This design comes from an exercise in tuning for small area, a short achievable clock period and few clock cycles per item on the open sky130 flow, not from production work. In this exercise RTL edits were held to simulation tests only and were not proved equivalent to the original.

Setup of run A:
Design stitch_blend, start of the top module:
module stitch_blend (
    input  wire        clk,
    input  wire        rst,
    input  wire        in_valid,
    output wire        in_ready,
    input  wire        in_sol,       
    input  wire        in_apron,     
    input  wire [11:0] in_bg_y,
    input  wire [11:0] in_bg_cb,
    input  wire [11:0] in_bg_cr,
    input  wire [7:0]  in_vis,       
    input  wire [7:0]  in_cov,       
    input  wire [95:0] in_y,         
    input  wire [95:0] in_cb,
    input  wire [95:0] in_cr,
    input  wire [79:0] in_pa,        
    input  wire [79:0] in_ga,        
    output reg         out_valid,
    input  wire        out_ready,
    output reg         out_sol,
    output wire [9:0]  out_y,
    output wire [9:0]  out_c         
);
Size: ~140 flip-flops, roughly 530 I/O pins.
clock: 22.0 ns
lec_check: 0
cap_margin: 20
core_margin: 2
core_utilization: 40
slew_margin: 20
standard.sh (not shown) runs the stock make flow with config.mk's settings and CLKGATE_MAP_FILE= SYNTH_SCRIPT=/design/flow/synth_recipe.tcl, a recipe that flattens the netlist after the stock synthesis.
==> flow/flow/run.sh <==
#!/bin/bash
# Standard layout, with the smallest buffer on every input and output port,
# and timing repair aimed at a setup slack margin well above zero.
set -euo pipefail
export BUFFER_PORTS_ARGS="-buffer_cell sky130_fd_sc_hd__buf_1"
export SETUP_SLACK_MARGIN=12
bash standard.sh > standard.log 2>&1
Testbench counts of run A, summed over its fixed seeds: cycles 22,632, pixels 19,200.
Changes in run B relative to run A:
--- a/flow/flow/run.sh
+++ b/flow/flow/run.sh
@@ -5,3 +5,3 @@
 export BUFFER_PORTS_ARGS="-buffer_cell sky130_fd_sc_hd__buf_1"
-export SETUP_SLACK_MARGIN=12
+export SETUP_SLACK_MARGIN=10.5
 bash standard.sh > standard.log 2>&1
## What came out
| post-route fraction of the period consumed by the critical path | higher: run B |. As far as parity-gate share of the synthesized area counting xor and xnor cells goes, run A and run B are indistinguishable; the numbers are identical. or4_4 as the slowest cell on the critical path was reported by run B, and a311oi_1 by run A. Clock-buffer cell count delta for run B relative to run A: 2 higher. Worst hold slack improves in run B relative to run A. The global-route usage of run B is lower than that of run A. The lower worst-case clock skew of run B and run A is in run B.
Modified inputs, run C compared to run B
# run B
export LEC_CHECK = 0
export CAP_MARGIN = 20
export CORE_MARGIN = 2
export CORE_UTILIZATION = 40
export SLEW_MARGIN = 20
create_clock -name core_clock -period 22.0 [get_ports {clk}]
# run C
export LEC_CHECK = 0
export CAP_MARGIN = 20
export CORE_MARGIN = 2
export CORE_UTILIZATION = 60
export SLEW_MARGIN = 20
create_clock -name core_clock -period 22.0 [get_ports {clk}]
--- a/flow/flow/run.sh
+++ b/flow/flow/run.sh
@@ -5,3 +5,3 @@
 export BUFFER_PORTS_ARGS="-buffer_cell sky130_fd_sc_hd__buf_1"
-export SETUP_SLACK_MARGIN=10.5
+export SETUP_SLACK_MARGIN=12
 bash standard.sh > standard.log 2>&1
Results
Reported for run C and run B, mux cell area share after synthesis turned out identical to the last digit.
Run B -> run C: instance count of the mapped netlist flat
The site row count of run C falls short of that of run B by 18.
Note that the placed instance count recorded for run B amounts to 1.08 times the value seen in run C.
Run C: post-CTS repair timing setup buffer count is 80 higher than what run B reported.
Cmp run C and run B / placed cell area / lower: run C
Going from run B to run C, the detailed placer's ending HPWL was found to have gone up by about 5%.
Between run B and run C, the register bit total from synthesis does not differ in any meaningful way.
Compared with run B, in run C number of top-level design ports now sits at about the same level, weighted congestion reported at the end of routability-driven placement grew by 6.5%, starting density of the core +21 points.
As the logs show, run C stopped at global routing (5_1_grt) after a tool error, so it never reached the end of the flow.
Relative to run C, the following input files were edited for run D:
# run C
export LEC_CHECK = 0
export CAP_MARGIN = 20
export CORE_MARGIN = 2
export CORE_UTILIZATION = 60
export SLEW_MARGIN = 20
create_clock -name core_clock -period 22.0 [get_ports {clk}]
# run D
export LEC_CHECK = 0
export CAP_MARGIN = 20
export CORE_MARGIN = 2
export CORE_UTILIZATION = 40
export SLEW_MARGIN = 20
create_clock -name core_clock -period 22.0 [get_ports {clk}]
==> flow/flow/run.sh <==
#!/bin/bash
# Standard layout, with the smallest buffer on every input and output port.
set -euo pipefail
export BUFFER_PORTS_ARGS="-buffer_cell sky130_fd_sc_hd__buf_1"
bash standard.sh > standard.log 2>&1
Results
Run D reached the end of the flow, and the finished layout is clean on the timing, DRC and antenna checks.
[run D vs run C] post-CTS setup buffer count: lower in run D
Synthesized area came out exactly the same in run C and run D.
On number of register bits inferred by synthesis, run C and run D are neck and neck.
[compare] base=run C new=run D: placed cell count moved up; initial core utilization lost 21 points.

## what the ideal ports hide
The flow's constraints put no driver on any port. The routed layouts listed below were extracted and timed again, unchanged, in two steps.
Step 1 sets driving cells, clkbuf_16 on the clock port and buf_2 on the other inputs (assumed; they add their load-dependent delay and slew).
Step 2 adds t to the input delays and takes it off the output delays; t is the mean of the earliest and latest rising clock arrival at the registers after step 1. Input paths then give back, and output paths get back, about the clock's delay inside the block.
Slacks: no drivers / after step 1 / after step 2; pairs: no drivers / after step 1.
run	shift t [ns]	setup slack, ns	cell pins on the clock port's net
run A	0.533	10.850 / 10.704 / 10.704	1
run B	0.561	10.511 / 10.487 / 10.487	1
run D	0.561	9.358 / 9.324 / 9.324	1
After both steps every run listed still meets setup and hold. For run A, which loses most, drivers alone change the setup slack by -0.146 ns; drivers and shift together by -0.146 ns.
